This design comes from an exercise in tuning for small area, a short achievable clock period and few clock cycles per item on the open sky130 flow, not from production work. Only simulation tests tie the RTL to the original design; equivalence was not proved.

==> flow/design.v (outline; a module is shown in full before it is edited, if it fits) <==
// module crust_sbox: 135 lines
// module crust_aes_round: 62 lines
// module crust_ghash_step: 4924 lines
// module crust_tag: 149 lines
module crust_tag (
    input  wire         clk,
    input  wire         rst,         
    input  wire         start,       
    input  wire [255:0] key,         
    input  wire [511:0] line,        
    input  wire [49:0]  addr,        
    input  wire [5:0]   kr,          
    output wire         ready,
    output reg          done,
    output wire [55:0]  tag
);
  // ...
==> flow/flow/run.sh <==
#!/bin/bash
# The standard ORFS layout with one change: Yosys's ABC maps the
# combinational logic with an area-oriented script (flow/abc_map.script)
# instead of ORFS's speed script. The synthesis otherwise runs unchanged
# (same synth.tcl, registers and names), and every later step is the
# standard flow; timing is then fixed by the flow's own repair.
set -euo pipefail
W=$(pwd)
rm -rf "$W/scripts"
cp -r "$FLOW_HOME/scripts" "$W/scripts"
cp "$W/flow/abc_map.script" "$W/scripts/abc_speed.script"
bash standard.sh synth SCRIPTS_DIR="$W/scripts" > "$W/synth.log" 2>&1
bash standard.sh finish SCRIPTS_DIR="$W/scripts" > "$W/layout.log" 2>&1
test -f "$W/out/final.def"
==> flow/flow/abc_map.script <==
strash
dch
map -a
topo
==> flow/standard.sh <==
#!/bin/bash
# synth_recipe.tcl (not shown) runs the flow's synth.tcl, then flattens the netlist and writes it again
# the make line also repeats each setting of config.mk as NAME=value (left out here)
make -C /OpenROAD-flow-scripts/flow DESIGN_CONFIG=/design/flow/config.mk WORK_HOME=/design/flow/orfs CLKGATE_MAP_FILE= SYNTH_SCRIPT=/design/flow/synth_recipe.tcl "${@:-finish}"
==> flow/config.mk <==
export PLATFORM = sky130hd
export DESIGN_NAME = crust_tag
export DESIGN_NICKNAME = crust_tag
export VERILOG_FILES = /design/flow/design.v
export SDC_FILE = /design/flow/constraint.sdc
export NUM_CORES = 4
export LEC_CHECK = 0
export CAP_MARGIN = 20
export CORE_MARGIN = 2
export CORE_UTILIZATION = 50
export PLACE_DENSITY = 0.65
export SETUP_SLACK_MARGIN = 4
export SLEW_MARGIN = 20
==> flow/constraint.sdc <==
create_clock -name core_clock -period 10.0 [get_ports {clk}]
set_input_delay 2.0000 -clock core_clock [delete_from_list [all_inputs] [get_ports {clk}]]
set_output_delay 2.0000 -clock core_clock [all_outputs]
set_load 0.01 [all_outputs]
==> impl.org, run 1 <==
** Floorplanning
- From left edge to right edge, the die measures 431 um.
- Total I/O pin count :: 885
- Floorplan row count :: 156

** Placement
- Placed cell area :: 106,000 sq um
- Number of placed instances, taps included :: 17,300
- Port-buffer cells :: 884
- Placement-stage worst setup slack :: 1.25 ns
- The congestion estimate from routability-driven global placement came to 1.35.
- Post-DP HPWL :: 495,000 um

** CTS
- In this run the deepest clock path goes through 3 buffers.
- CTS built an H-tree with a depth of 2.
- Clock tree synthesis selected as its root buffer the cell sky130_fd_sc_hd__clkbuf_16.
- Clock tree synthesis inserted a total of 57 buffers.
- Total of cells resized after clock tree synthesis :: 2,211
- Counting every sink on the clock net gives 396.
- Number of post-CTS setup repair buffers :: 738
- In this run, post-CTS hold repair placed 0 buffers.

** Outcome
- First error message :: [ERROR GRT-0232] Routing congestion too high. Check the congestion heatmap in the GUI.
- Outcome :: stopped before the end
- Fail Step :: 5_1_grt

** Yosys
- sky130_fd_sc_hd__xor2_1 takes more of the synthesized area than any other cell.
- Of the total synthesized cell area, the portion taken by AND, OR, NAND and NOR gates is 0.231.
- After synthesis the cells add up to 91,000 sq um.
- Top cells by count, synth :: 3,743 x sky130_fd_sc_hd__nand2_1, 2,784 x sky130_fd_sc_hd__xor2_1, 1,910 x sky130_fd_sc_hd__xnor2_1, 1,346 x sky130_fd_sc_hd__nor2_1, 1,164 x sky130_fd_sc_hd__clkinv_1
- A synthesized cell averages 6.62 sq um.
- Most frequent cell after synthesis :: sky130_fd_sc_hd__nand2_1
- FF+latch count, synth :: 396
- Library cells used by synthesis :: 37
- The share of the Yosys chip area taken by registers is 0.130.
- The synthesized-area fraction occupied by ao, oa, aoi and oai cells was 0.126.
- Prevailing post-synth register cell :: sky130_fd_sc_hd__edfxtp_1
- Number of warnings issued by yosys :: 2
- Net Count, Synth :: 14,600
- Fraction of synthesized area in multiplexers :: 0.000110
- Cell count after synthesis :: 13,700

** Timing
- In the global-route stage, repair_timing last flagged the worst endpoint as rk_cur[14]$_DFFE_PP_/D.
- Kind of pin the worst path terminates on :: register input
Testbench counts, summed over its fixed seeds: cycles 18,816, items 384.
==> module crust_tag, before the edit <==
module crust_tag (
    input  wire         clk,
    input  wire         rst,         
    input  wire         start,       
    input  wire [255:0] key,         
    input  wire [511:0] line,        
    input  wire [49:0]  addr,        
    input  wire [5:0]   kr,          
    output wire         ready,
    output reg          done,
    output wire [55:0]  tag
);
    localparam integer D    = 32;            
    localparam integer NDIG = 128 / D;       
    localparam integer LDIG = 2;             
    localparam [1:0] S_IDLE  = 2'd0,
                     S_AES_H = 2'd1,
                     S_GHASH = 2'd2,
                     S_AES_T = 2'd3;
    reg [1:0]   fsm;
    reg [3:0]   round;       
    reg [2:0]   blk;         
    reg [LDIG-1:0] dig;      
    reg [127:0] aes_st;      
    reg [127:0] rk_prev;     
    reg [127:0] rk_cur;      
    function [127:0] line_block(input [511:0] l, input [1:0] j);
        integer b;
        begin
            for (b = 0; b < 16; b = b + 1)
                line_block[127-8*b -: 8] = l[8*(16*j+b) +: 8];
        end
    endfunction
    wire [55:0]  a_bytes = {6'b0, addr};
    wire [127:0] blk_a;
    genvar gi;
    generate
        for (gi = 0; gi < 7; gi = gi + 1) begin : g_ablk
            assign blk_a[127-8*gi -: 8] = a_bytes[8*gi +: 8];
        end
    endgenerate
    assign blk_a[71:64] = {2'b00, kr};
    assign blk_a[63:0]  = 64'h0;
    reg [127:0] next_block;
    always @(*) begin
        case (blk)
            3'd0:    next_block = line_block(line, 2'd1);
            3'd1:    next_block = line_block(line, 2'd2);
            3'd2:    next_block = line_block(line, 2'd3);
            default: next_block = blk_a;
        endcase
    end
    function [7:0] rcon_of(input [3:0] r);
        case (r)
            4'd1:    rcon_of = 8'h01;
            4'd3:    rcon_of = 8'h02;
            4'd5:    rcon_of = 8'h04;
            4'd7:    rcon_of = 8'h08;
            4'd9:    rcon_of = 8'h10;
            4'd11:   rcon_of = 8'h20;
            4'd13:   rcon_of = 8'h40;
            default: rcon_of = 8'h00;
        endcase
    endfunction
    wire [127:0] round_out;
    wire [127:0] rk_next;
    crust_aes_round u_round (
        .state_in  (aes_st),
        .rk_cur    (rk_cur),
        .rk_prev   (rk_prev),
        .last      (round == 4'd14),
        .even_next (round[0]),
        .rcon      (rcon_of(round)),
        .state_out (round_out),
        .rk_next   (rk_next)
    );
    wire [127:0] gz_next;
    crust_ghash_step u_ghash (
        .z_in   (rk_prev),
        .h      (aes_st),
        .x_bits (rk_cur[D-1:0]),
        .first  (dig == {LDIG{1'b0}}),
        .z_out  (gz_next)
    );
    assign ready = (fsm == S_IDLE);
    generate
        for (gi = 0; gi < 7; gi = gi + 1) begin : g_tag
            assign tag[8*gi +: 8] = aes_st[127-8*gi -: 8];
        end
    endgenerate
    always @(posedge clk) begin
        if (rst) begin
            fsm  <= S_IDLE;
            done <= 1'b0;
        end else begin
            done <= 1'b0;
            case (fsm)
                S_IDLE: begin
                    if (start) begin
                        aes_st  <= key[255:128];     
                        rk_prev <= key[255:128];
                        rk_cur  <= key[127:0];
                        round   <= 4'd1;
                        fsm     <= S_AES_H;
                    end
                end
                S_AES_H: begin
                    aes_st  <= round_out;
                    rk_prev <= rk_cur;
                    rk_cur  <= rk_next;
                    round   <= round + 4'd1;
                    if (round == 4'd14) begin
                        rk_cur <= line_block(line, 2'd0);
                        blk    <= 3'd0;
                        dig    <= {LDIG{1'b0}};
                        fsm    <= S_GHASH;
                    end
                end
                S_GHASH: begin
                    dig     <= dig + 1'b1;
                    rk_prev <= gz_next;
                    rk_cur  <= rk_cur >> D;
                    if (dig == NDIG - 1) begin
                        rk_cur <= gz_next ^ next_block;
                        blk    <= blk + 3'd1;
                        if (blk == 3'd4) begin
                            aes_st  <= gz_next ^ {8'h01, 120'h0} ^ key[255:128];
                            rk_prev <= key[255:128];
                            rk_cur  <= key[127:0];
                            round   <= 4'd1;
                            fsm     <= S_AES_T;
                        end
                    end
                end
                S_AES_T: begin
                    aes_st  <= round_out;
                    rk_prev <= rk_cur;
                    rk_cur  <= rk_next;
                    round   <= round + 4'd1;
                    if (round == 4'd14) begin
                        done <= 1'b1;
                        fsm  <= S_IDLE;
                    end
                end
                default: fsm <= S_IDLE;
            endcase
        end
    end
endmodule
==> run 2: changes to the inputs <==
--- a/flow/design.v
+++ b/flow/design.v
@@ -5216,55 +5216,49 @@
         end else begin
             done <= 1'b0;
             case (fsm)
-                S_IDLE: begin
-                    if (start) begin
-                        aes_st  <= key[255:128];     
+                S_IDLE:  if (start) fsm <= S_AES_H;
+                S_AES_H: if (round == 4'd14) fsm <= S_GHASH;
+                S_GHASH: if (dig == NDIG - 1 && blk == 3'd4) fsm <= S_AES_T;
+                default: if (round == 4'd14) begin
+                             done <= 1'b1;
+                             fsm  <= S_IDLE;
+                         end
+            endcase
+        end
+    end
+    always @(posedge clk) begin
+        case (fsm)
+            S_IDLE: begin
+                aes_st  <= key[255:128];     
+                rk_prev <= key[255:128];
+                rk_cur  <= key[127:0];
+                round   <= 4'd1;
+                blk     <= 3'd0;
+                dig     <= {LDIG{1'b0}};
+            end
+            S_GHASH: begin
+                dig     <= dig + 1'b1;
+                rk_prev <= gz_next;
+                rk_cur  <= rk_cur >> D;
+                round   <= 4'd1;
+                if (dig == NDIG - 1) begin
+                    rk_cur <= gz_next ^ next_block;
+                    blk    <= blk + 3'd1;
+                    if (blk == 3'd4) begin
+                        aes_st  <= gz_next ^ {8'h01, 120'h0} ^ key[255:128];
                         rk_prev <= key[255:128];
                         rk_cur  <= key[127:0];
-                        round   <= 4'd1;
-                        fsm     <= S_AES_H;
                     end
                 end
-                S_AES_H: begin
-                    aes_st  <= round_out;
-                    rk_prev <= rk_cur;
-                    rk_cur  <= rk_next;
-                    round   <= round + 4'd1;
-                    if (round == 4'd14) begin
-                        rk_cur <= line_block(line, 2'd0);
-                        blk    <= 3'd0;
-                        dig    <= {LDIG{1'b0}};
-                        fsm    <= S_GHASH;
-                    end
-                end
-                S_GHASH: begin
-                    dig     <= dig + 1'b1;
-                    rk_prev <= gz_next;
-                    rk_cur  <= rk_cur >> D;
-                    if (dig == NDIG - 1) begin
-                        rk_cur <= gz_next ^ next_block;
-                        blk    <= blk + 3'd1;
-                        if (blk == 3'd4) begin
-                            aes_st  <= gz_next ^ {8'h01, 120'h0} ^ key[255:128];
-                            rk_prev <= key[255:128];
-                            rk_cur  <= key[127:0];
-                            round   <= 4'd1;
-                            fsm     <= S_AES_T;
-                        end
-                    end
-                end
-                S_AES_T: begin
-                    aes_st  <= round_out;
-                    rk_prev <= rk_cur;
-                    rk_cur  <= rk_next;
-                    round   <= round + 4'd1;
-                    if (round == 4'd14) begin
-                        done <= 1'b1;
-                        fsm  <= S_IDLE;
-                    end
-                end
-                default: fsm <= S_IDLE;
-            endcase
-        end
+            end
+            default: begin
+                aes_st  <= round_out;
+                rk_prev <= rk_cur;
+                rk_cur  <= (fsm == S_AES_H && round == 4'd14) ? line_block(line, 2'd0) : rk_next;
+                round   <= round + 4'd1;
+                blk     <= 3'd0;
+                dig     <= {LDIG{1'b0}};
+            end
+        endcase
     end
 endmodule
==> flow/flow/abc_map.script (replaced) <==
strash
&get -n
&dch
&nf -R 1000
&put
topo
--- a/flow/config.mk
+++ b/flow/config.mk
@@ -7,7 +7,7 @@
 export LEC_CHECK = 0
 export CAP_MARGIN = 20
 export CORE_MARGIN = 2
-export CORE_UTILIZATION = 50
-export PLACE_DENSITY = 0.65
+export CORE_UTILIZATION = 30
+export PLACE_DENSITY = 0.5
 export SETUP_SLACK_MARGIN = 4
 export SLEW_MARGIN = 20
==> impl.org, run 2 <==
** Cells and area
- Count of nets after finishing :: 14,100
- Most common cell after layout, fill and taps aside :: sky130_fd_sc_hd__xnor2_1
- Relative to the synthesized area, the layout overhead comes to 47.0%.
- After routing the design area is 121,000 sq um.
- Share of cells above drive strength 1 :: 0.203
- In the final layout, the registers with the most flip-flops are aes_st x128, rk_cur x128, rk_prev x128.
- Fill cell instance count of the final layout :: 27,300
- In the layout the commonest cells are 3,360 x sky130_fd_sc_hd__xnor2_1, 1,609 x sky130_fd_sc_hd__nor2_1, 1,124 x sky130_fd_sc_hd__nand2_1, 1,054 x sky130_fd_sc_hd__xor2_1, 1,042 x sky130_fd_sc_hd__buf_4.

** Yosys
- Area share of the leading cell type in the synthesized netlist :: 0.439
- Synth area leaders :: sky130_fd_sc_hd__xnor2_1 44%, sky130_fd_sc_hd__xor2_1 14%, sky130_fd_sc_hd__nor2_1 7.6%, sky130_fd_sc_hd__dfxtp_1 6.5%, sky130_fd_sc_hd__nand2_1 5.2%
- sky130_fd_sc_hd__xnor2_1 takes more of the synthesized area than any other cell.
- Most frequent cell after synthesis :: sky130_fd_sc_hd__xnor2_1
- Cell count after synthesis :: 11,100 (-19%)
- The number of flip-flops and latches in the synthesized netlist came to 396 (unchanged).
- Net Count, Synth :: 12,000 (-18%)
- Counting instances in the post-synthesis netlist gives the leading cell types as 4,129 x sky130_fd_sc_hd__xnor2_1, 1,667 x sky130_fd_sc_hd__nor2_1, 1,338 x sky130_fd_sc_hd__xor2_1, 1,145 x sky130_fd_sc_hd__nand2_1, 756 x sky130_fd_sc_hd__o21ai_0.
- Syn Std Cell Area :: 82,400 sq um (-9.4%)
- The count of different cell masters after synthesis is 42 (+14%).
- Synthesized area divided by synthesized cell count :: 7.43 sq um (+12%)
- After synthesis, the share of flip-flops with an asynchronous set or reset is 0.
- Sequential cell area fraction in the yosys report :: 0.112 (-0.0187)
- The most used flip-flop cell after synthesis is sky130_fd_sc_hd__dfxtp_1.
- The total of warnings raised by yosys was 2 (unchanged).
- Number of enable flip-flop cells after synthesis :: 128

** Routing
- The first detailed-routing pass ran for 6 iterations.
- Remaining routing DRC violations :: 0
- In this run the remaining antenna-violating nets after routing total 0.
- Using the TritonRoute via totals, the vias-per-cell ratio works out to 5.47.
- Summing over every cut layer, the via total after detailed routing is 92,400.
- Number of design-rule violations left by the first detailed-router iteration :: 12,400
- Routed Wire Length :: 569,000 um
- In the final routed layout, each cell accounts on average for 33.7 um.

** Timing
- Fin Clk Skew :: 0.0446 ns
- Time the final worst path needs with I/O delays and setup :: 6.31 ns
- For this run, the top clock speed supported by timing is 158 MHz.
- In this run the tightest slew margin relative to its limit is 0.0793.
- Setup repair after global routing missed its margin :: true
- Setup violations remaining at the end of the flow were counted as 0.
- The number of hold-slack violations in the final timing report is 0.
- Final number of max-transition violations :: 0
- For the pin with the worst max-slew slack, the measured transition is 1.37 ns.
- Of the available clock period, the critical path in the final layout requires 0.631.

** Global route
- In the global route stage, overall resource usage came out at 0.383.
- Largest net degree at the start of global routing :: 142
- met2 is the most crowded layer.
- Summed over all layers, the global routing overflow is 0.
- GR Layer Usage met1 :: 0.496
- The number of antenna violations at the first check in global routing was 56.
- Met2 routing resource usage after global routing :: 0.551
- The first global-routing pass estimated 737,000 um of wire.
- The number of global-route vias before repair was 83,700.
- Met3 Use GR :: 0.115

** Critical path
- Kind of capture point of the worst setup path :: flop
- Counting buffers and inverters, the worst setup path is 15 cells deep.
- Counting both buffers and inverters, the worst setup path holds a total of 3.
- In this run the worst setup path begins at rk_cur[12].
- Data arrival time of the critical path :: 6.80 ns
- Cell family with most CP delay :: XOR/XNOR gates
- The largest individual stage delay along the critical path comes from the cell sky130_fd_sc_hd__xnor2_1.
- Along the worst path, the maximum fanout reaches 17.
- Worst reg-to-reg setup slack :: 3.69 ns
- CP cell instances :: buf_6 > buf_4 > xnor2_2 > buf_4 > nor2_1 > xor2_1 > xnor2_1 > xnor2_1 > xnor2_1 > xnor2_1 > xnor2_1 > xnor2_1 > xnor2_1 > a22oi_1 > o21ai_0
- STA classifies the critical path startpoint as a flop.
- Most Frequent Cell on Critical Path :: sky130_fd_sc_hd__xnor2_1
- Endpoint of the most critical setup path :: aes_st[36]
- CP max stage delay :: 0.98 ns
- Path type of the worst setup path :: reg2reg
- Data on the critical path is required at its endpoint by 10.49 ns.
- Worst reg2reg endpoint :: aes_st[36]
- Startpoint of the worst register-to-register path :: rk_cur[12]
- Cells on worst reg2reg path :: 15

** CTS
- Cell at the root of the clock tree :: sky130_fd_sc_hd__clkbuf_16
- Hold-fix buffer count after cts :: 0 (unchanged)
- The later pin in the worst-skew pair is clocked with a latency of 0.78 ns.
- The total clock buffers created by CTS is 61 (+7.0%).
- Clock-pin slew was measured on the worst setup and hold paths at 0.07 ns.
- Max Buffers Root-to-Sink :: 3 (unchanged)
- TritonCTS built the clock tree.
- Clock Sink Count :: 396 (unchanged)
- H-tree lvl count :: 2 (unchanged)

** Floorplanning
- The chip width was 528 um (+23%).
- The die covers 279,000 sq um.
- Total I/O pin count :: 885 (unchanged)
- Die Y :: 528 um
- The number of standard-cell rows in the floorplan came to 192 (+23%).
- Area inside the core boundary :: 274,000 sq um
- The initial utilization of the core area, before any placement, comes to 0.301.

** Placement
- The port buffer count came to 884 (unchanged).
- Global placer's final weighted congestion :: 1.15 (-15%)
- The placed cell area was 99,800 sq um (-5.6%).
- Post-DP HPWL :: 456,000 um (-7.8%)

** Outcome
- The run finished with no timing, DRC or antenna violations.

** Flow run
- Maxcap violations :: 0

** Worst hold path
- Number of cells on the worst hold path :: 1
- In this run the worst hold path is classified as reg2reg.
## run 2: changes by cell type after synthesis, sizes merged, moves of 321 or more
cell,previous run,this run
xnor2,1910,4129
clkinv,1164,84
nand2,3743,1145
nor2,1346,1667
xor2,2784,1338
## run 2: layer usage
| metal | vias to the layer above | part of all wire | routed length, um |
|---|---|---|---|
| met4 | 28 | 0.080 | 45600 |
| met3 | 1261 | 0.12 | 69500 |
| met5 | - | 0.00035 | 201 |
| met1 | 44800 | 0.39 | 224000 |
| li1 | 40300 | - | - |
| met2 | 5989 | 0.40 | 230000 |
## run 2: worst register-to-register path, cell delays in order, from the launching register on
cell and delay [ns]:
sky130_fd_sc_hd__dfxtp_2 0.53, sky130_fd_sc_hd__buf_6 0.36, sky130_fd_sc_hd__buf_4 0.52, sky130_fd_sc_hd__xnor2_2 0.17
sky130_fd_sc_hd__buf_4 0.31, sky130_fd_sc_hd__nor2_1 0.12, sky130_fd_sc_hd__xor2_1 0.19, sky130_fd_sc_hd__xnor2_1 0.85
sky130_fd_sc_hd__xnor2_1 0.21, sky130_fd_sc_hd__xnor2_1 0.38, sky130_fd_sc_hd__xnor2_1 0.15, sky130_fd_sc_hd__xnor2_1 0.98
sky130_fd_sc_hd__xnor2_1 0.39, sky130_fd_sc_hd__xnor2_1 0.22, sky130_fd_sc_hd__a22oi_1 0.48, sky130_fd_sc_hd__o21ai_0 0.17
## run 2: metrics by stage
step	worst slack [ns]	hold slack (ns)	utilization	std cells	setup TNS [ns]
after floorplan	-0.310	0.459	-	11100	-17.46
after global placement	1.33	0.477	0.364	16000	0
after detailed placement	2.08	0.483	0.365	16000	0
after CTS	3.82	0.499	0.405	16400	0
after global routing	3.74	0.524	0.443	16900	0
final	3.69	0.499	0.443	16900	0
## run 2: layout make-up
type / count / area, sq um / area share
repair buffers: 2103 / 19500 / 0.161
diodes: 28 / 70.1 / 0.000578
multi-input cells: 10600 / 85500 / 0.705
well taps: 3589 / 4490 / 0.0370
inverters: 84 / 322 / 0.00265
flip-flops and latches: 396 / 9250 / 0.0763
clock buffers: 83 / 1790 / 0.0147
clock inverters: 33 / 319 / 0.00263
## run 2: how the worst min path moves through the flow
stage,from,to,slack (ns)
2_1_floorplan,dig[0],dig[0],0.46
3_3_place_gp,dig[0],dig[0],0.48
3_5_place_dp,dig[0],dig[0],0.48
4_1_cts,dig[0],dig[0],0.50
5_1_grt,dig[0],dig[0],0.52
6_report,dig[0],dig[0],0.50
## run 2: kinds of logic (layout without fill, tap and decap cells)
group / after synthesis / count (layout) / share of synthesized area
other: 0 / 28 / 0
DFF: 396 / 396 / 0.112
xor gates and xnor gates: 5481 / 5482 / 0.585
AOI/OAI and AO/OA: 1868 / 1868 / 0.132
buffers and inverters: 140 / 2303 / 0.00892
muxes: 39 / 39 / 0.00475
adders and majority gates: 52 / 52 / 0.00789
and+or+nand+nor: 3119 / 3119 / 0.150
## run 2: repair_timing
action                                  4_1_cts  5_1_grt
endpoints found under the setup margin      274      218
buffers inserted                            304      447
pin swaps                                   194      505
gates cloned                                  1        4
resized for setup                           878      983
Testbench counts of run 2, summed over its fixed seeds: cycles 18,816, items 384.
==> run 3: changes to the inputs <==
--- a/flow/config.mk
+++ b/flow/config.mk
@@ -7,7 +7,7 @@
 export LEC_CHECK = 0
 export CAP_MARGIN = 20
 export CORE_MARGIN = 2
-export CORE_UTILIZATION = 30
-export PLACE_DENSITY = 0.5
+export CORE_UTILIZATION = 25
+export PLACE_DENSITY = 0.4
 export SETUP_SLACK_MARGIN = 4
 export SLEW_MARGIN = 20
==> impl.org, run 3 <==
** Global route
- Number of global-route vias before repair :: 83,000 (-0.79%)
- Largest net degree at the start of global routing :: 122 (-14%)
- The overall routing resource usage is 0.332 (-0.0513).
- The number of antenna violations at the first check in global routing is 53 (-5.4%).
- The global-route wire length before repair is 758,000 um (+2.8%).
- The total overflow reported by the global router came to 0 (unchanged).

** Floorplanning
- Floorplan row count :: 210 (+9.4%)
- Floorplan die width :: 578 um (+9.5%)
- The die extent in y was 578 um (+9.5%).
- Starting utilization of the core area :: 0.252 (-0.0497)
- The core footprint came to 328,000 sq um (+20%).
- Total I/O pin count :: 885 (unchanged)
- The area of the die came to 334,000 sq um (+20%).

** Critical path
- Path type of the worst setup path :: reg2reg
- Walking the worst path, the cells encountered are buf_4 > buf_4 > nand2_1 > xor2_1 > xnor2_2 > xor2_1 > xnor2_1 > xnor2_1 > xnor2_1 > xnor2_1 > xnor2_1 > xnor2_1 > a22oi_1 > o21ai_0.
- The worst setup path is launched from a flop.
- Required time of the worst setup path :: 10.37 ns (-0.12 ns)
- The worst path arrival time was 6.68 ns (-0.12 ns).
- CP max stage delay :: 0.93 ns (-0.05 ns)
- CP max FO :: 13 (-4)
- In this design, the critical path's most frequently occurring cell is sky130_fd_sc_hd__xnor2_1.
- Startpoint of the worst register-to-register path :: rk_cur[31]
- Cell with the biggest individual delay on the critical path :: sky130_fd_sc_hd__xnor2_1
- Kind of capture point of the worst setup path :: flop
- CP Launch Point :: rk_cur[31]
- Worst reg-to-reg setup slack :: 3.69 ns (about the same)

** Timing
- Total negative slack :: 0 ns (unchanged)
- Setup repair after global routing could not meet its margin everywhere.
- Fin Clk Skew :: 0.0388 ns (-0.00580 ns)
- The total count of max-transition violations in the final report was 0 (unchanged).
- Fmax :: 159 MHz (about the same)
- The final setup violation count came to 0 (unchanged).
- The clock period minus final worst setup slack is 6.31 ns (-0.00355 ns).
- The worst max-slew margin expressed relative to the limit was 0.106 (+0.0265).
- The slew of the pin with the lowest slew margin came to 1.33 ns (-0.0394 ns).
- The part of the cycle the worst path needs came to 0.631 (about the same).
- Final hold violation count :: 0 (unchanged)

** Cells and area
- Most frequent cells in the layout :: 3,343 x sky130_fd_sc_hd__xnor2_1, 1,611 x sky130_fd_sc_hd__nor2_1, 1,122 x sky130_fd_sc_hd__nand2_1, 1,074 x sky130_fd_sc_hd__buf_4, 1,059 x sky130_fd_sc_hd__xor2_1
- The final-stage net count is 14,100 (+0.40%).
- Fill cell instance count of the final layout :: 34,100 (+25%)
- The share of final-layout standard cells stronger than drive strength 1 is 0.207 (+0.00386).
- Count of placed standard cells in the final layout, fillers left out :: 17,700 (+4.8%)
- Layout area overhead :: 49.0%
- The library cell used most frequently in the layout, excluding fill and tap cells, is sky130_fd_sc_hd__xnor2_1.
- The largest registers in the layout are aes_st x128, rk_cur x128, rk_prev x128.

** Yosys
- The number of flip-flops and latches in the synthesized netlist was 396 (unchanged).
- Cell type with the highest aggregate area in the netlist :: sky130_fd_sc_hd__xnor2_1
- Among all cell types in the netlist, the one instantiated most often is sky130_fd_sc_hd__xnor2_1.
- Top cells by count, synth :: 4,129 x sky130_fd_sc_hd__xnor2_1, 1,667 x sky130_fd_sc_hd__nor2_1, 1,338 x sky130_fd_sc_hd__xor2_1, 1,145 x sky130_fd_sc_hd__nand2_1, 756 x sky130_fd_sc_hd__o21ai_0
- The mean instance size in the synthesized netlist came to 7.43 sq um (unchanged).
- Library cells used by synthesis :: 42 (unchanged)
- By area, the combinational part of the netlist is dominated by XOR/XNOR gates.
- The adder and majority cell fraction of the synthesized area came to 0.00789 (unchanged).
- The sequential cell area fraction in the yosys report is 0.112 (unchanged).
- Number of enable flip-flop cells after synthesis :: 128 (unchanged)
- The portion of netlist area occupied by mux cells was 0.00475 (unchanged).
- Post-Synth XOR/XNOR Area :: 0.585 (unchanged)
- The netlist area before placement is 82,400 sq um (unchanged).
- Prevailing post-synth register cell :: sky130_fd_sc_hd__dfxtp_1
- The simple-gate portion of the synthesized area was 0.150 (unchanged).
- Area share of the leading cell type in the synthesized netlist :: 0.439 (unchanged)
- The total nets after synthesis is 12,000 (unchanged).
- Cell count after synthesis :: 11,100 (unchanged)
- Yosys attributes the largest share of cell area to sky130_fd_sc_hd__xnor2_1 44%, sky130_fd_sc_hd__xor2_1 14%, sky130_fd_sc_hd__nor2_1 7.6%, sky130_fd_sc_hd__dfxtp_1 6.5%, sky130_fd_sc_hd__nand2_1 5.2%.
- The total of warnings raised by yosys was 2 (unchanged).
- The share of async-settable or async-resettable flops after synthesis is 0 (unchanged).
- The synthesized-area fraction occupied by ao, oa, aoi and oai cells is 0.132 (unchanged).

** Outcome
- The run finished with no timing, DRC or antenna violations.

** Worst hold path
- Hold path start :: dig[0]
- Hold crit path type :: reg2reg

** Placement
- The weighted congestion at the end of routability-driven global placement came to 1.07 (-6.5%).
- Number of placed instances, taps included :: 16,800 (+4.9%)
- Post-DP HPWL :: 474,000 um (+4.0%)
- Port-buffer cells :: 884 (unchanged)

** CTS
- The total clock buffers created by CTS is 68 (+11%).
- The maximum clock insertion buffer count was 3 (unchanged).
- Cell at the root of the clock tree :: sky130_fd_sc_hd__clkbuf_16
- The level count of the clock H-tree was 3 (+1).
- Clock Pin Slew Worst Setup and Hold Paths :: 0.06 ns (about the same)
- Clock Sink Count :: 396 (unchanged)
- TritonCTS built the clock tree.
- Clock Latency Late Sink :: 0.73 ns (-0.05 ns)

** Routing
- WL/cell :: 33.0 um (-2.2%)
- The number of vias in the routed layout was 91,000 (-1.5%).
- Antenna Nets Post-Route :: 0 (unchanged)
- The average via count per standard cell came to 5.15 (-6.0%).
- Routed Wire Length :: 584,000 um (+2.5%)
- Number of design-rule violations left by the first detailed-router iteration :: 11,200 (-9.4%)
- The number of iterations in the first detailed-routing pass came to 6 (unchanged).
- Remaining routing DRC violations :: 0 (unchanged)

** Flow run
- Maxcap violations :: 0 (unchanged)
==> run 3: logic make-up (layout without fill, tap and decap cells) <==
| family | after synthesis | after routing |
|---|---|---|
| buf+inv | 140 | 2361 |
| flops | 396 | 396 |
| simple gates | 3119 | 3119 |
| other cells | 0 | 17 |
| fa+ha+maj | 52 | 52 |
| mux | 39 | 39 |
| xor+xnor | 5481 | 5481 |
| compound gates | 1868 | 1868 |
==> run 3: critical path, delay by kind of cell (launching register included) <==
family	cells	cell delay, ns
compound gates	2	0.72
xor+xnor	9	3.97
buf+inv	2	0.84
flops	1	0.31
simple gates	1	0.11
==> run 3: per-stage QoR <==
| stage | worst slack [ns] | cell area [sq um] | util | hold slack [ns] |
|---|---|---|---|---|
| finish | 3.69 | 123000 | 0.375 | 0.496 |
| global route | 3.71 | 123000 | 0.375 | 0.542 |
| CTS | 3.92 | 114000 | 0.347 | 0.496 |
| detailed placement | 1.84 | 101000 | 0.308 | 0.483 |
| global placement | 1.68 | 101000 | 0.308 | 0.480 |
| floorplan | -0.310 | 82700 | - | 0.459 |
==> run 3: final timing paths <==
check / to / depth (start not counted)
setup / recovery: aes_st[1] / 14
hold / removal: dig[0] / 1
hold reg to reg: dig[0] / 1
setup reg to reg: aes_st[1] / 14
==> run 3: repair_timing <==
action                                  CTS  global route
pin swaps                               234           474
buffers inserted                        381           403
hold buffers                              0             0
endpoints found under the setup margin  267           205
gates cloned                              1             2
gates resized for setup                 961           890
==> run 3: layer usage <==
| metal | vias to the layer above | track usage | part of all wire | routed length (um) |
|---|---|---|---|---|
| li1 | 40400 | - | - | - |
| met5 | - | 0 | 0.00034 | 201 |
| met4 | 32 | 0.166 | 0.062 | 36200 |
| met1 | 44900 | 0.447 | 0.42 | 246000 |
| met2 | 4830 | 0.490 | 0.42 | 243000 |
| met3 | 837 | 0.0797 | 0.10 | 58800 |
==> run 3: area by class of cell <==
type | count | area (sq um) | share of cell area
Inverter | 84 | 319 | 0.00260
Timing Repair Buffer | 2154 | 20100 | 0.164
Antenna cell | 17 | 42.5 | 0.000346
Sequential cell | 396 | 9260 | 0.0754
Clock buffer | 98 | 2000 | 0.0163
Clock inverter | 25 | 274 | 0.00223
Tap cell | 4346 | 5440 | 0.0443
Multi-Input combinational cell | 10600 | 85400 | 0.695
==> run 4: changes to the inputs <==
--- a/flow/config.mk
+++ b/flow/config.mk
@@ -9,5 +9,5 @@
 export CORE_MARGIN = 2
 export CORE_UTILIZATION = 25
 export PLACE_DENSITY = 0.4
-export SETUP_SLACK_MARGIN = 4
+export SETUP_SLACK_MARGIN = 3.5
 export SLEW_MARGIN = 20
==> impl.org, run 4 <==
** Critical path
- Cells on worst reg2reg path :: 15 (+1)
- Among the stages of the critical path, the cell type that occurs most often is sky130_fd_sc_hd__xnor2_1.
- Kind of capture point of the worst setup path :: flop
- The setup slack on the worst flop-to-flop path was 3.28 ns (-0.41 ns).
- The critical path goes through buf_4 > buf_4 > nand2_1 > xor2_1 > xor2_1 > xnor2_1 > xnor2_1 > xnor2_1 > xnor2_1 > xnor2_1 > xnor2_1 > xnor2_1 > xnor2_1 > a22oi_1 > o21ai_0.
- The data required time of the worst path was 10.45 ns (+0.08 ns).
- The kind of cell with the highest combined delay along the critical path is XOR/XNOR gates.
- Critical Path Source Type :: flop
- The critical-path maximum fanout was 11 (-2).
- Worst reg2reg endpoint :: aes_st[62]
- The delay of the slowest critical-path stage was 0.94 ns (about the same).
- Startpoint of the worst register-to-register path :: rk_cur[1]
- On the critical path, the stage with the largest delay is an instance of sky130_fd_sc_hd__xnor2_1.
- The critical path is of the reg2reg type.
- The buffers plus inverters on the worst setup path is 2 (unchanged).
- Data arrival time of the critical path :: 7.16 ns (+0.48 ns)

** Timing
- The number of hold-slack violations in the final timing report is 0 (unchanged).
- Final number of max-transition violations :: 0 (unchanged)
- Period utilization :: 0.672 (+0.0408)
- The worst max-slew margin expressed relative to the limit was 0.113 (+0.00763).
- The achievable clock frequency came to 149 MHz (-6.1%).
- The slew of the pin with the lowest slew margin came to 1.32 ns (-0.0114 ns).
- Finish-stage setup viols :: 0 (unchanged)
- Setup repair after global routing missed its margin :: true
- Worst slack on hold paths :: 0.507 ns (+0.0111 ns)
- Time the final worst path needs with I/O delays and setup :: 6.72 ns (+0.408 ns)
- The aggregate negative setup slack is 0 ns (unchanged).
- The worst setup skew after layout was 0.0472 ns (+0.00845 ns).

** Worst hold path
- Hold path start :: dig[0]
- Number of cells on the worst hold path :: 1 (unchanged)
- For hold timing, the worst endpoint is dig[0].
- In this run the worst hold path is classified as reg2reg.

** Routing
- First-pass detailed-route iteration total :: 6 (unchanged)
- Antenna Nets Post-Route :: 0 (unchanged)
- The total DRC errors in the routed layout was 0 (unchanged).
- Routed vias/inst :: 5.14 (-0.17%)
- Routed Wire Length :: 587,000 um (+0.64%)
- WL/cell :: 34.1 um (+3.2%)
- Number of design-rule violations left by the first detailed-router iteration :: 10,800 (-3.7%)
- The number of vias in the routed layout came to 88,600 (-2.7%).

** Floorplanning
- Die Y :: 578 um (unchanged)
- Floorplan die width :: 578 um (unchanged)
- The number of standard-cell rows in the floorplan was 210 (unchanged).
- The starting density of the core is 0.252 (unchanged).
- The core footprint came to 328,000 sq um (unchanged).
- Overall die area :: 334,000 sq um (unchanged)
- The count of boundary I/O pins came to 885 (unchanged).

** Cells and area
- In the final layout, the registers with the most flip-flops are aes_st x128, rk_cur x128, rk_prev x128.
- Area occupied by multi-input gates :: 79,900 sq um (-6.5%)
- The share of final-layout standard cells stronger than drive strength 1 was 0.134 (-0.0735).
- Layout area overhead :: 37.0%
- Most common cell after layout, fill and taps aside :: sky130_fd_sc_hd__xnor2_1
- The final non-filler cell area was 113,000 sq um (-8.0%).
- Count of nets after finishing :: 13,700 (-3.2%)
- Fill cell instance count of the final layout :: 35,100 (+2.8%)
- The library cells used most frequently in the layout, excluding fill and tap cells, are 3,626 x sky130_fd_sc_hd__xnor2_1, 1,657 x sky130_fd_sc_hd__nor2_1, 1,190 x sky130_fd_sc_hd__xor2_1, 1,139 x sky130_fd_sc_hd__nand2_1, 884 x sky130_fd_sc_hd__clkdlybuf4s50_1.
- Sequential cell area :: 9250 sq um (-0.16%)

** Global route
- The number of antenna violations at the first check in global routing was 58 (+9.4%).
- The number of global-route vias before repair was 82,200 (-0.96%).
- The global-route wire length before repair came to 764,000 um (+0.84%).
- The total overflow reported by the global router was 0 (unchanged).
- The pin count of the biggest net entering global routing is 105 (-14%).
- The overall routing resource usage is 0.337 (+0.00450).

** Flow run
- The max-capacitance violation count is 0 (unchanged).

** Yosys
- Number of warnings issued by yosys :: 2 (unchanged)
- The synthesized design spends more area on one cell type than any other, namely sky130_fd_sc_hd__xnor2_1.
- Prevailing post-synth register cell :: sky130_fd_sc_hd__dfxtp_1
- Syn Std Cell Area :: 82,400 sq um (unchanged)
- The share of async-settable or async-resettable flops after synthesis is 0 (unchanged).
- Synthesized area divided by synthesized cell count :: 7.43 sq um (unchanged)
- The number of flip-flops and latches in the synthesized netlist came to 396 (unchanged).
- Synth area leaders :: sky130_fd_sc_hd__xnor2_1 44%, sky130_fd_sc_hd__xor2_1 14%, sky130_fd_sc_hd__nor2_1 7.6%, sky130_fd_sc_hd__dfxtp_1 6.5%, sky130_fd_sc_hd__nand2_1 5.2%
- Top cells by count, synth :: 4,129 x sky130_fd_sc_hd__xnor2_1, 1,667 x sky130_fd_sc_hd__nor2_1, 1,338 x sky130_fd_sc_hd__xor2_1, 1,145 x sky130_fd_sc_hd__nand2_1, 756 x sky130_fd_sc_hd__o21ai_0
- The number of enable flip-flop cells after synthesis was 128 (unchanged).
- The gate count of the mapped netlist came to 11,100 (unchanged).
- The sequential cell area fraction in the yosys report came to 0.112 (unchanged).
- The total nets after synthesis came to 12,000 (unchanged).
- Yosys instantiated no cell more often than sky130_fd_sc_hd__xnor2_1.
- Library cells used by synthesis :: 42 (unchanged)
- The area share of the largest cell type after synthesis was 0.439 (unchanged).

** Placement
- Placed cell area :: 101,000 sq um (about the same)
- Port-buffer cells :: 884 (unchanged)
- Post-DP HPWL :: 485,000 um (+2.4%)
- Global placer's final weighted congestion :: 1.07 (-0.39%)

** CTS
- Clock Sink Count :: 396 (unchanged)
- Clock Latency Late Sink :: 0.73 ns (about the same)
- TritonCTS built the clock tree.
- H-tree lvl count :: 3 (unchanged)
- CTS placed an instance of sky130_fd_sc_hd__clkbuf_16 at the clock tree root.
- Clock Pin Slew Worst Setup and Hold Paths :: 0.05 ns (about the same)
- The total clock buffers created by CTS was 69 (+1.5%).
- The maximum clock insertion buffer count was 3 (unchanged).

** Outcome
- The flow ran to the end and the layout has no timing, DRC or antenna violations.
==> run 4: changes by cell type in the layout (fill, tap and decap cells not counted), sizes merged <==
cell      before   now
buf         1268   810
inv           24     3
clkinvlp       2     4
clkbuf       100   104
bufinv         4     1
xnor2       4129  4130
clkinv        79   100
diode         17    28
==> run 4: cell type report <==
class	instances	share of cell area
sequential	396	0.0818
timing repair buffer	1696	0.140
multi-input combinational	10600	0.707
inverter	84	0.00281
antenna	28	0.000620
clock buffer	102	0.0181
tap	4346	0.0481
clock inverter	24	0.00176
==> run 4: metal layers <==
layer	vias to the layer above	wire [um]	track usage
met5	-	311	0
li1	39600	-	-
met1	43600	253000	0.456
met4	46	34400	0.162
met2	4547	244000	0.499
met3	831	56100	0.0773
==> run 4: what timing repair did <==
item                                    4_1_cts  5_1_grt
gates cloned                                  0        3
gates resized for setup                     470      455
setup buffers                               136      185
pin swaps                                    52      126
hold buffers                                  0        0
endpoints found under the setup margin      256      204
==> run 4: worst max path at each step <==
| stage | start | endpoint | slack, ns | cells past startpoint |
|---|---|---|---|---|
| finish | rk_cur[1] | aes_st[62] | 3.28 | 15 |
| floorplan | fsm[1] | fsm[0] | -0.31 | 8 |
| global placement | aes_st[99] | aes_st[76] | 1.45 | 20 |
| detailed placement | round[0] | rk_cur[14] | 1.72 | 23 |
| CTS | aes_st[52] | aes_st[74] | 3.33 | 25 |
| global route | aes_st[92] | aes_st[74] | 3.26 | 26 |
==> run 4: cell families (layout without fill, tap and decap cells) <==
family	after synthesis	count (layout)	synth area share
other	0	28	0
AOI/OAI and AO/OA	1868	1868	0.132
buffers and inverters	140	1906	0.00892
and+or+nand+nor	3119	3119	0.150
muxes	39	39	0.00475
xor gates and xnor gates	5481	5482	0.585
DFF	396	396	0.112
adders and majority gates	52	52	0.00789
==> run 4: per-stage QoR <==
step / util / setup WS [ns] / cells
after floorplan: - / -0.310 / 11100
after CTS: 0.329 / 3.33 / 17000
final: 0.345 / 3.28 / 17200
after global routing: 0.345 / 3.26 / 17200
after global placement: 0.307 / 1.45 / 16800
after detailed placement: 0.308 / 1.72 / 16800
==> run 5: changes to the inputs <==
--- a/flow/config.mk
+++ b/flow/config.mk
@@ -9,5 +9,5 @@
 export CORE_MARGIN = 2
 export CORE_UTILIZATION = 25
 export PLACE_DENSITY = 0.4
-export SETUP_SLACK_MARGIN = 3.5
+export SETUP_SLACK_MARGIN = 3
 export SLEW_MARGIN = 20
==> impl.org, run 5 <==
** Routing
- The number of DRC markers in iteration 0 is 10,800 (+0.15%).
- The total DRC errors in the routed layout came to 0 (unchanged).
- Via count :: 87,200 (-1.5%)
- The wire length per cell after detailed routing was 33.7 um (-1.0%).
- The antenna violation net count after detailed routing came to 0 (unchanged).
- The number of iterations in the first detailed-routing pass came to 8 (+2).
- The average via count per standard cell came to 5.12 (-0.36%).
- The overall routed net length came to 575,000 um (-2.2%).

** Yosys
- The sequential cell area fraction in the yosys report came to 0.112 (unchanged).
- The mean instance size in the synthesized netlist was 7.43 sq um (unchanged).
- In the synthesized netlist, the cells that appear most often are 4,129 x sky130_fd_sc_hd__xnor2_1, 1,667 x sky130_fd_sc_hd__nor2_1, 1,338 x sky130_fd_sc_hd__xor2_1, 1,145 x sky130_fd_sc_hd__nand2_1, 756 x sky130_fd_sc_hd__o21ai_0.
- Area share of the leading cell type in the synthesized netlist :: 0.439 (unchanged)
- Prevailing post-synth register cell :: sky130_fd_sc_hd__dfxtp_1
- Library cells used by synthesis :: 42 (unchanged)
- Combinational family with the most area after synthesis :: XOR/XNOR gates
- The share of async-settable or async-resettable flops after synthesis was 0 (unchanged).
- The total nets after synthesis is 12,000 (unchanged).
- By area the synthesized netlist is led by sky130_fd_sc_hd__xnor2_1 44%, sky130_fd_sc_hd__xor2_1 14%, sky130_fd_sc_hd__nor2_1 7.6%, sky130_fd_sc_hd__dfxtp_1 6.5%, sky130_fd_sc_hd__nand2_1 5.2%.
- The adder and majority cell fraction of the synthesized area is 0.00789 (unchanged).
- The number of flip-flops and latches in the synthesized netlist was 396 (unchanged).
- Syn Std Cell Area :: 82,400 sq um (unchanged)
- The xor/xnor cell area share of the yosys netlist was 0.585 (unchanged).
- The synthesized-area fraction occupied by ao, oa, aoi and oai cells came to 0.132 (unchanged).
- The synthesized design spends more area on one cell type than any other, namely sky130_fd_sc_hd__xnor2_1.
- The total of warnings raised by yosys is 2 (unchanged).
- The gate count of the mapped netlist is 11,100 (unchanged).
- Number of enable flip-flop cells after synthesis :: 128 (unchanged)
- Post-Synth Simple-Gate Area :: 0.150 (unchanged)
- sky130_fd_sc_hd__xnor2_1 is the most common cell in the netlist.
- Fraction of synthesized area in multiplexers :: 0.00475 (unchanged)

** Placement
- The port buffer count came to 884 (unchanged).
- The placed instance count was 16,700 (-0.060%).
- The weighted congestion at the end of routability-driven global placement is 1.07 (about the same).
- Placed cell area :: 101,000 sq um (-0.16%)
- Post-DP HPWL :: 477,000 um (-1.8%)

** Floorplanning
- Floorplan row count :: 210 (unchanged)
- Floorplan die width :: 578 um (unchanged)
- The area of the die was 334,000 sq um (unchanged).
- Starting utilization of the core area :: 0.252 (unchanged)
- Die Y :: 578 um (unchanged)
- Area inside the core boundary :: 328,000 sq um (unchanged)
- The count of boundary I/O pins came to 885 (unchanged).

** Timing
- Final number of max-transition violations :: 0 (unchanged)
- Time the final worst path needs with I/O delays and setup :: 7.10 ns (+0.383 ns)
- Setup repair after global routing could not meet its margin everywhere.
- Least-Margin Pin Slew :: 1.40 ns (+0.0811 ns)
- Fin Clk Skew :: 0.0673 ns (+0.0201 ns)
- Fmax :: 141 MHz (-5.4%)
- The worst max-slew margin expressed relative to the limit is 0.0590 (-0.0544).
- The number of hold-slack violations in the final timing report was 0 (unchanged).
- Period utilization :: 0.710 (+0.0383)
- The final setup violation count came to 0 (unchanged).

** Critical path
- Data arrival time of the critical path :: 7.51 ns (+0.35 ns)
- The setup slack on the worst flop-to-flop path was 2.90 ns (-0.38 ns).
- The worst reg-to-reg path cell count came to 16 (+1).
- The endpoint identified for the worst register-to-register timing path is aes_st[126].
- Bufs and invs on worst path :: 2 (unchanged)
- Most Frequent Cell on Critical Path :: sky130_fd_sc_hd__xnor2_1
- Path type of the worst setup path :: reg2reg
- STA classifies the critical path endpoint as a flop.
- CP cell instances :: buf_4 > buf_4 > nand2_1 > xor2_1 > xnor2_1 > xor2_1 > xnor2_1 > xnor2_1 > xnor2_1 > xnor2_1 > xnor2_1 > xnor2_2 > xnor2_2 > xor2_1 > a22oi_1 > o21ai_0
- The critical-path maximum fanout is 16 (+5).
- Required time of the worst setup path :: 10.41 ns (-0.04 ns)
- On the critical path, the stage with the largest delay is an instance of sky130_fd_sc_hd__xnor2_1.
- The startpoint identified for the worst register-to-register timing path is rk_cur[22].
- The delay of the slowest critical-path stage came to 0.84 ns (-0.10 ns).
- Cell family with most CP delay :: XOR/XNOR gates
- STA classifies the critical path startpoint as a flop.

** Worst hold path
- The path class of the tightest hold or removal check is reg2reg.
- Sink of the worst hold path :: dig[0]
- In this run the most critical hold path is launched from dig[0].
- The hold-critical path depth was 1 (unchanged).

** Outcome
- Outcome :: no timing/DRC/antenna violations

** Global route
- Global-route usage over all layers :: 0.330 (-0.00665)
- Final global-route overflow total :: 0 (unchanged)
- The number of global-route vias before repair came to 80,900 (-1.7%).
- Largest net degree at the start of global routing :: 99 (-5.7%)
- First-pass GRT wire length :: 751,000 um (-1.7%)
- The number of antenna violations at the first check in global routing was 63 (+8.6%).

** Cells and area
- The share of final-layout standard cells stronger than drive strength 1 is 0.0926 (-0.0412).
- Count of nets after finishing :: 13,500 (-1.5%)
- The final non-filler cell area came to 107,000 sq um (-5.0%).
- The count of fill cells added during filler insertion was 35,600 (+1.3%).
- In the layout the commonest cells are 3,840 x sky130_fd_sc_hd__xnor2_1, 1,666 x sky130_fd_sc_hd__nor2_1, 1,253 x sky130_fd_sc_hd__xor2_1, 1,141 x sky130_fd_sc_hd__nand2_1, 884 x sky130_fd_sc_hd__clkdlybuf4s50_1.
- Count of placed standard cells in the final layout, fillers left out :: 17,000 (-1.1%)
- Biggest registers after layout :: aes_st x128, rk_cur x128, rk_prev x128
- Most common cell after layout, fill and taps aside :: sky130_fd_sc_hd__xnor2_1
- Compared with the post-synthesis result, the final layout area differs by 30.2%.

** CTS
- TritonCTS built the clock tree.
- Max Buffers Root-to-Sink :: 3 (unchanged)
- Cell at the root of the clock tree :: sky130_fd_sc_hd__clkbuf_16
- Clock Latency Late Sink :: 0.74 ns (about the same)
- The number of sinks on the clock net was 396 (unchanged).
- Number of buffers created by CTS :: 67 (-2.9%)
- H-tree lvl count :: 3 (unchanged)
- The clock input transition at the sequential cells of the worst setup and hold paths is 0.06 ns (about the same).

** Flow run
- Maxcap violations :: 0 (unchanged)
==> run 5: cell counts after synthesis <==
Identical to the previous run, type by type.
==> run 5: final cells by class <==
class                      count  area (sq um)  share of cell area
multi-input combinational  10600         76300               0.711
timing repair buffer        1500         13800               0.129
sequential                   396          9230              0.0859
tap                         4346          5440              0.0507
clock buffer                  99          1980              0.0185
inverter                      84           318             0.00296
clock inverter                22           210             0.00196
antenna                       32          80.1            0.000746
==> run 5: through the flow <==
step	hold WS, ns	setup TNS (ns)	util	setup slack (ns)
3_3_place_gp	0.468	0	0.307	1.31
5_1_grt	0.538	0	0.327	2.89
3_5_place_dp	0.475	0	0.307	1.50
2_1_floorplan	0.459	-17.46	-	-0.310
6_report	0.494	0	0.328	2.90
4_1_cts	0.487	0	0.319	2.95
==> run 5: kinds of logic after synthesis <==
logic type	after synthesis
xor+xnor	5481
simple gates	3119
compound gates	1868
flops	396
buf+inv	140
fa+ha+maj	52
mux	39
==> run 5: how the worst max path moves through the flow <==
stage / start / end / slack, ns / depth (start not counted)
6_report: rk_cur[22] / aes_st[126] / 2.90 / 16
3_5_place_dp: aes_st[5] / aes_st[114] / 1.50 / 23
5_1_grt: round[0] / rk_cur[6] / 2.89 / 28
3_3_place_gp: aes_st[3] / aes_st[114] / 1.31 / 23
4_1_cts: aes_st[4] / aes_st[114] / 2.95 / 25
2_1_floorplan: fsm[1] / fsm[0] / -0.31 / 8
==> run 5: timing repair <==
action / in CTS / in global routing
hold buffers: 0 / 0
gates cloned: 0 / 0
setup buffers: 55 / 81
hold endpoints to repair: 0 / 0
pin swaps: 7 / 27
gates resized for setup: 189 / 247
setup endpoints to repair: 225 / 203
==> run 5: per-layer routing <==
layer | part of all wire | vias up | GRT usage | wire [um]
li1 | - | 39200 | - | -
met1 | 0.43 | 42600 | 0.444 | 246000
met2 | 0.42 | 4625 | 0.490 | 238000
met3 | 0.10 | 798 | 0.0819 | 57200
met4 | 0.056 | 46 | 0.154 | 32200
met5 | 0.00053 | - | 0 | 306
==> run 6: changes to the inputs <==
==> flow/config.mk (replaced) <==
export PLATFORM = sky130hd
export DESIGN_NAME = crust_tag
export DESIGN_NICKNAME = crust_tag
export VERILOG_FILES = /design/flow/design.v
export SDC_FILE = /design/flow/constraint.sdc
export NUM_CORES = 4
export LEC_CHECK = 0
export CAP_MARGIN = 10
export CORE_MARGIN = 2
export CORE_UTILIZATION = 25
export PLACE_DENSITY = 0.4
export SETUP_SLACK_MARGIN = 4
export SLEW_MARGIN = 10
==> impl.org, run 6 <==
** Outcome
- Outcome :: complete, but fails checks
- The layout checks failed on capacitance limit, slew limit.

** Routing
- Antenna Nets Post-Route :: 0 (unchanged)
- The number of iterations in the first detailed-routing pass came to 6 (-2).
- Remaining routing DRC violations :: 0 (unchanged)
- The number of DRC markers in iteration 0 came to 11,700 (+7.5%).
- Via count :: 91,200 (+4.5%)
- Routed Wire Length :: 585,000 um (+1.7%)
- WL/cell :: 32.9 um (-2.3%)
- Routed vias/inst :: 5.14 (+0.36%)

** Yosys
- The most used flip-flop cell after synthesis is sky130_fd_sc_hd__dfxtp_1.
- Most frequent cell after synthesis :: sky130_fd_sc_hd__xnor2_1
- The sequential cell area fraction in the yosys report was 0.112 (unchanged).
- The number of flip-flops and latches in the synthesized netlist was 396 (unchanged).
- Number of warnings issued by yosys :: 2 (unchanged)
- The area share of the largest cell type after synthesis was 0.439 (unchanged).
- Synth area leaders :: sky130_fd_sc_hd__xnor2_1 44%, sky130_fd_sc_hd__xor2_1 14%, sky130_fd_sc_hd__nor2_1 7.6%, sky130_fd_sc_hd__dfxtp_1 6.5%, sky130_fd_sc_hd__nand2_1 5.2%
- The total nets after synthesis is 12,000 (unchanged).
- Synthesized area divided by synthesized cell count :: 7.43 sq um (unchanged)
- Top cells by count, synth :: 4,129 x sky130_fd_sc_hd__xnor2_1, 1,667 x sky130_fd_sc_hd__nor2_1, 1,338 x sky130_fd_sc_hd__xor2_1, 1,145 x sky130_fd_sc_hd__nand2_1, 756 x sky130_fd_sc_hd__o21ai_0
- Cell type with the highest aggregate area in the netlist :: sky130_fd_sc_hd__xnor2_1
- Cell count after synthesis :: 11,100 (unchanged)
- The share of async-settable or async-resettable flops after synthesis came to 0 (unchanged).
- Library cells used by synthesis :: 42 (unchanged)
- Syn Std Cell Area :: 82,400 sq um (unchanged)
- The number of enable flip-flop cells after synthesis was 128 (unchanged).

** Critical path
- The signal on the critical path passes through buf_4 > buf_4 > nand2_1 > xor2_1 > xnor2_1 > xor2_1 > xnor2_1 > xor2_1 > xnor2_1 > xnor2_2 > xnor2_1 > xnor3_1 > xnor2_1 > a22oi_1 > o311ai_1.
- Most Frequent Cell on Critical Path :: sky130_fd_sc_hd__xnor2_1
- Critical Path Source Type :: flop
- The critical path is of the reg2reg type.
- Required time of the worst setup path :: 10.41 ns (about the same)
- Cell family with most CP delay :: XOR/XNOR gates
- Kind of capture point of the worst setup path :: flop
- The critical-path maximum fanout is 21 (+5).
- CP max stage delay :: 0.95 ns (+0.11 ns)
- Bufs and invs on worst path :: 2 (unchanged)
- Data arrival time of the critical path :: 6.67 ns (-0.84 ns)
- Cell with the biggest individual delay on the critical path :: sky130_fd_sc_hd__xnor2_1

** Global route
- Number of global-route vias before repair :: 83,200 (+2.9%)
- The global-route wire length before repair is 757,000 um (+0.76%).
- The total overflow reported by the global router came to 0 (unchanged).
- Antenna violations before repair :: 52 (-17%)
- Largest net degree at the start of global routing :: 122 (+23%)
- Global-route usage over all layers :: 0.331 (+0.00157)

** Placement
- Placed cell area :: 101,000 sq um (+0.13%)
- The post-placement worst setup slack is 1.83 ns (+0.333 ns).
- Port-buffer cells :: 884 (unchanged)
- The placed instance count was 16,800 (+0.030%).
- Global placer's final weighted congestion :: 1.07 (+0.43%)
- The detailed-placement wirelength estimate was 474,000 um (-0.57%).

** CTS
- Clock Sink Count :: 396 (unchanged)
- The total clock buffers created by CTS was 66 (-1.5%).
- Max Buffers Root-to-Sink :: 3 (unchanged)
- Clock Latency Late Sink :: 0.73 ns (about the same)
- The level count of the clock H-tree is 3 (unchanged).
- The tree is rooted in a sky130_fd_sc_hd__clkbuf_16.
- CTS tree :: yes
- The clock input transition at the sequential cells of the worst setup and hold paths was 0.06 ns (about the same).
- Hold-fix buffer count after cts :: 0 (unchanged)

** Timing
- The worst hold slack across all endpoints is 0.493 ns (-0.00115 ns).
- The aggregate negative setup slack was 0 ns (unchanged).
- Least-Margin Pin Slew :: 1.49 ns (+0.0884 ns)
- Period utilization :: 0.626 (-0.0842)
- Setup repair after global routing could not meet its margin everywhere.
- The worst max-slew margin expressed relative to the limit was -0.000382 (-0.0593).
- Time the final worst path needs with I/O delays and setup :: 6.26 ns (-0.842 ns)
- Fin Clk Skew :: 0.0454 ns (-0.0219 ns)
- Final number of max-transition violations :: 1 (+1)
- Finish-stage setup viols :: 0 (unchanged)
- The post-route worst setup slack is 3.74 ns (+0.842 ns).
- The number of hold-slack violations in the final timing report came to 0 (unchanged).
- The achievable clock frequency is 160 MHz (+13%).

** Cells and area
- Most common cell after layout, fill and taps aside :: sky130_fd_sc_hd__xnor2_1
- The final-stage net count is 14,200 (+5.3%).
- Fraction of the core area covered by cells at the end of the flow :: 0.378 (+0.0503)
- Finished layout cell area :: 124,000 sq um (+15%)
- Share of cells above drive strength 1 :: 0.213 (+0.121)
- Biggest registers after layout :: aes_st x128, rk_cur x128, rk_prev x128
- The library cells used most frequently in the layout, excluding fill and tap cells, are 3,339 x sky130_fd_sc_hd__xnor2_1, 1,621 x sky130_fd_sc_hd__nor2_1, 1,129 x sky130_fd_sc_hd__buf_4, 1,112 x sky130_fd_sc_hd__nand2_1, 1,036 x sky130_fd_sc_hd__xor2_1.
- Count of placed standard cells in the final layout, fillers left out :: 17,700 (+4.1%)
- Layout area overhead :: 50.2%

** Floorplanning
- Total I/O pin count :: 885 (unchanged)
- Die Y :: 578 um (unchanged)
- Starting utilization of the core area :: 0.252 (unchanged)
- Area inside the core boundary :: 328,000 sq um (unchanged)
- Overall die area :: 334,000 sq um (unchanged)
- The number of standard-cell rows in the floorplan came to 210 (unchanged).
- Floorplan die width :: 578 um (unchanged)

** Worst hold path
- In this run the worst hold path is classified as reg2reg.

** Flow run
- The max-capacitance violation count is 1 (+1).
run 6: changes by cell type in the layout (fill, tap and decap cells not counted), moves of 35 or more:
cell                      before   now
sky130_fd_sc_hd__buf_4       583  1129
sky130_fd_sc_hd__xor2_1     1253  1036
sky130_fd_sc_hd__o21ai_0     726   656
sky130_fd_sc_hd__xnor2_4      36   216
sky130_fd_sc_hd__xnor2_1    3840  3339
sky130_fd_sc_hd__buf_6         6    88
sky130_fd_sc_hd__xor2_4       12    93
sky130_fd_sc_hd__nor2_2        0    35
sky130_fd_sc_hd__o21ai_1      20    59
sky130_fd_sc_hd__nor2_1     1666  1621
sky130_fd_sc_hd__xnor2_2     253   574
sky130_fd_sc_hd__xor2_2       73   209
sky130_fd_sc_hd__a21oi_1     644   601
sky130_fd_sc_hd__buf_12       25   108
run 6: repair_timing:
action / CTS / global route
setup buffers: 386 / 461
pin swaps: 208 / 525
resized for setup: 957 / 990
cloned: 2 / 0
endpoints found under the setup margin: 272 / 210
run 6: logic make-up after synthesis:
logic type | count (synthesis) | synth area share
buf+inv | 140 | 0.00892
mux | 39 | 0.00475
xor+xnor | 5481 | 0.585
simple gates | 3119 | 0.150
compound gates | 1868 | 0.132
fa+ha+maj | 52 | 0.00789
flops | 396 | 0.112
run 6: worst reg2reg max path, delay by kind of cell (launching register included):
kind                      cells  cell delay [ns]
buffers and inverters         2             0.76
xor gates and xnor gates     10             4.10
DFF                           1             0.31
AOI/OAI and AO/OA             2             0.61
and+or+nand+nor               1             0.16
run 6: layout make-up:
class	instances	area [sq um]
clock inverters	27	315
inverters	84	320
clock buffers	95	1870
fillers	33900	204000
flip-flops and latches	396	9260
multi-input cells	10600	85900
diodes	18	45.0
repair buffers	2217	20600
well taps	4346	5440
run 6: worst paths after layout:
path	startpoint	endpoint	slack, ns	cells after the start
setup / recovery	rk_cur[15]	aes_st[65]	3.74	15
hold / removal	dig[0]	dig[0]	0.49	1
setup reg to reg	rk_cur[15]	aes_st[65]	3.74	15
hold reg to reg	dig[0]	dig[0]	0.49	1
run 6: layer usage:
metal / vias to the layer above / global-route usage / share of wire
met5: - / 0 / 0.00030
li1: 40500 / - / -
met3: 813 / 0.0756 / 0.10
met2: 4960 / 0.490 / 0.42
met1: 44900 / 0.449 / 0.42
met4: 22 / 0.163 / 0.062
==> run 7: changes to the inputs <==
==> flow/config.mk (replaced) <==
export PLATFORM = sky130hd
export DESIGN_NAME = crust_tag
export DESIGN_NICKNAME = crust_tag
export VERILOG_FILES = /design/flow/design.v
export SDC_FILE = /design/flow/constraint.sdc
export NUM_CORES = 4
export LEC_CHECK = 0
export CAP_MARGIN = 20
export CORE_MARGIN = 2
export CORE_UTILIZATION = 30
export PLACE_DENSITY = 0.5
export SETUP_SLACK_MARGIN = 3
export SLEW_MARGIN = 20
==> impl.org, run 7 <==
** Yosys
- The gate count of the mapped netlist is 11,100 (unchanged).
- Post-Synth XOR/XNOR Area :: 0.585 (unchanged)
- The portion of netlist area occupied by mux cells was 0.00475 (unchanged).
- The area share of the largest cell type after synthesis came to 0.439 (unchanged).
- The netlist area before placement was 82,400 sq um (unchanged).
- Among all cell types in the netlist, the one instantiated most often is sky130_fd_sc_hd__xnor2_1.
- The number of enable flip-flop cells after synthesis is 128 (unchanged).
- The total nets after synthesis was 12,000 (unchanged).
- The sequential cell area fraction in the yosys report is 0.112 (unchanged).
- By area the synthesized netlist is led by sky130_fd_sc_hd__xnor2_1 44%, sky130_fd_sc_hd__xor2_1 14%, sky130_fd_sc_hd__nor2_1 7.6%, sky130_fd_sc_hd__dfxtp_1 6.5%, sky130_fd_sc_hd__nand2_1 5.2%.

** Routing
- The average via count per standard cell came to 5.47 (+6.4%).
- First-pass detailed-route iteration total :: 6 (unchanged)

** Critical path
- CP Launch Point :: aes_st[17]
- Path type of the worst setup path :: reg2reg
- Required time of the worst setup path :: 10.44 ns (+0.03 ns)
- STA classifies the critical path endpoint as a flop.
- Bufs and invs on worst path :: 2 (unchanged)
- The worst path arrival time was 7.68 ns (+1.01 ns).

** CTS
- Clock Latency Late Sink :: 0.76 ns (+0.03 ns)
- Clock Pin Slew Worst Setup and Hold Paths :: 0.06 ns (about the same)

** Timing
- Final number of max-transition violations :: 0 (-1)
- The final setup violation count was 0 (unchanged).
- The achievable clock frequency was 138 MHz (-14%).

** Outcome
- The run finished with no timing, DRC or antenna violations.

** Cells and area
- Most common cell after layout, fill and taps aside :: sky130_fd_sc_hd__xnor2_1
- The largest registers in the layout are aes_st x128, rk_cur x128, rk_prev x128.

** Global route
- The total overflow reported by the global router is 0 (unchanged).
- First-pass GRT wire length :: 730,000 um (-3.5%)

** Placement
- Post-DP HPWL :: 460,000 um (-3.0%)

** Floorplanning
- Floorplan row count :: 192 (-8.6%)

** Flow run
- Maxcap violations :: 0 (-1)
[run 7: cell counts after synthesis]
Identical to the previous run, type by type.
[run 7: area by class of cell]
type                            instances  area [sq um]
Fill cell                           29000        168000
Multi-Input combinational cell      10600         76100
Timing Repair Buffer                 1466         13500
Sequential cell                       396          9240
Tap cell                             3589          4490
Clock buffer                           99          2030
Inverter                               84           318
Clock inverter                         22           239
Antenna cell                           30          75.1
[run 7: through the flow]
step	setup WS (ns)	setup TNS, ns
2_1_floorplan	-0.310	-17.46
3_3_place_gp	1.28	0
3_5_place_dp	1.91	0
4_1_cts	2.83	0
5_1_grt	2.89	0
6_report	2.76	0
[run 7: repair_timing]
| item | 4_1_cts | 5_1_grt |
|---|---|---|
| cloned | 0 | 0 |
| gates resized for setup | 182 | 248 |
| setup endpoints to repair | 215 | 202 |
| setup buffers | 47 | 73 |
| pin swaps | 3 | 19 |
| hold endpoints to repair | 0 | 0 |
[run 7: cells by family after synthesis]
kind of cell             after synthesis
XOR/XNOR                            5481
AND/OR/NAND/NOR                     3119
AO/OA/AOI/OAI                       1868
flip-flops                           396
buffers and inverters                140
adder cells (fa/ha/maj)               52
multiplexers                          39
[run 7: path summary, 6_finish.rpt]
check	slack, ns	depth (start not counted)	end
hold reg to reg	0.51	1	dig[0]
setup reg to reg	2.76	15	aes_st[126]
setup / recovery	2.76	15	aes_st[126]
hold / removal	0.51	1	dig[0]
[run 7: worst register-to-register path: stages (launching register included)]
cell	delay, ns
sky130_fd_sc_hd__edfxtp_1	0.56
sky130_fd_sc_hd__buf_4	0.31
sky130_fd_sc_hd__nand2_1	0.16
sky130_fd_sc_hd__xor2_1	1.03
sky130_fd_sc_hd__xnor2_1	0.42
sky130_fd_sc_hd__xnor2_1	0.92
sky130_fd_sc_hd__xnor2_1	0.17
sky130_fd_sc_hd__xnor2_1	0.92
sky130_fd_sc_hd__xnor2_1	0.21
sky130_fd_sc_hd__xnor2_1	0.23
sky130_fd_sc_hd__buf_4	0.27
sky130_fd_sc_hd__xnor2_1	0.11
sky130_fd_sc_hd__xnor2_1	0.64
sky130_fd_sc_hd__xor2_1	0.14
sky130_fd_sc_hd__a22oi_1	0.65
sky130_fd_sc_hd__o21ai_0	0.21
[run 7: routing by layer]
layer / up-vias / track usage
met4: 36 / 0.240
met2: 5739 / 0.547
met3: 1104 / 0.111
li1: 39100 / -
met5: - / 0
met1: 42800 / 0.496

[static timing again, ports no longer ideal]
In the flow no input, the clock included, has a driving cell. The finished layouts below were timed again as built, in two steps.
Step 1 (the two cells are an assumption about what drives the block):
set clk [get_ports {clk}]
set_driving_cell -lib_cell sky130_fd_sc_hd__clkbuf_16 $clk
set_driving_cell -lib_cell sky130_fd_sc_hd__buf_2 [delete_from_list [all_inputs] $clk]
Step 2 times the ports against the registers' clock, not the clock port: input delays grow and output delays shrink by t, the midpoint of the rising clock arrivals with the driver on.
Slacks: ideal ports / drivers / drivers and shift; pairs: ideal ports / drivers.
run | t (ns) | setup slack, ns | cell pins on the clock port's net
run 2 | 0.862 | 3.688 / 3.688 / 3.688 | 1
run 3 | 0.808 | 3.691 / 3.691 / 3.691 | 1
run 4 | 0.809 | 3.283 / 3.283 / 3.283 | 1
run 5 | 0.814 | 2.900 / 2.900 / 2.900 | 1
run 6 | 0.804 | 3.742 / 3.742 / 3.742 | 1
run 7 | 0.843 | 2.761 / 2.761 / 2.761 | 1
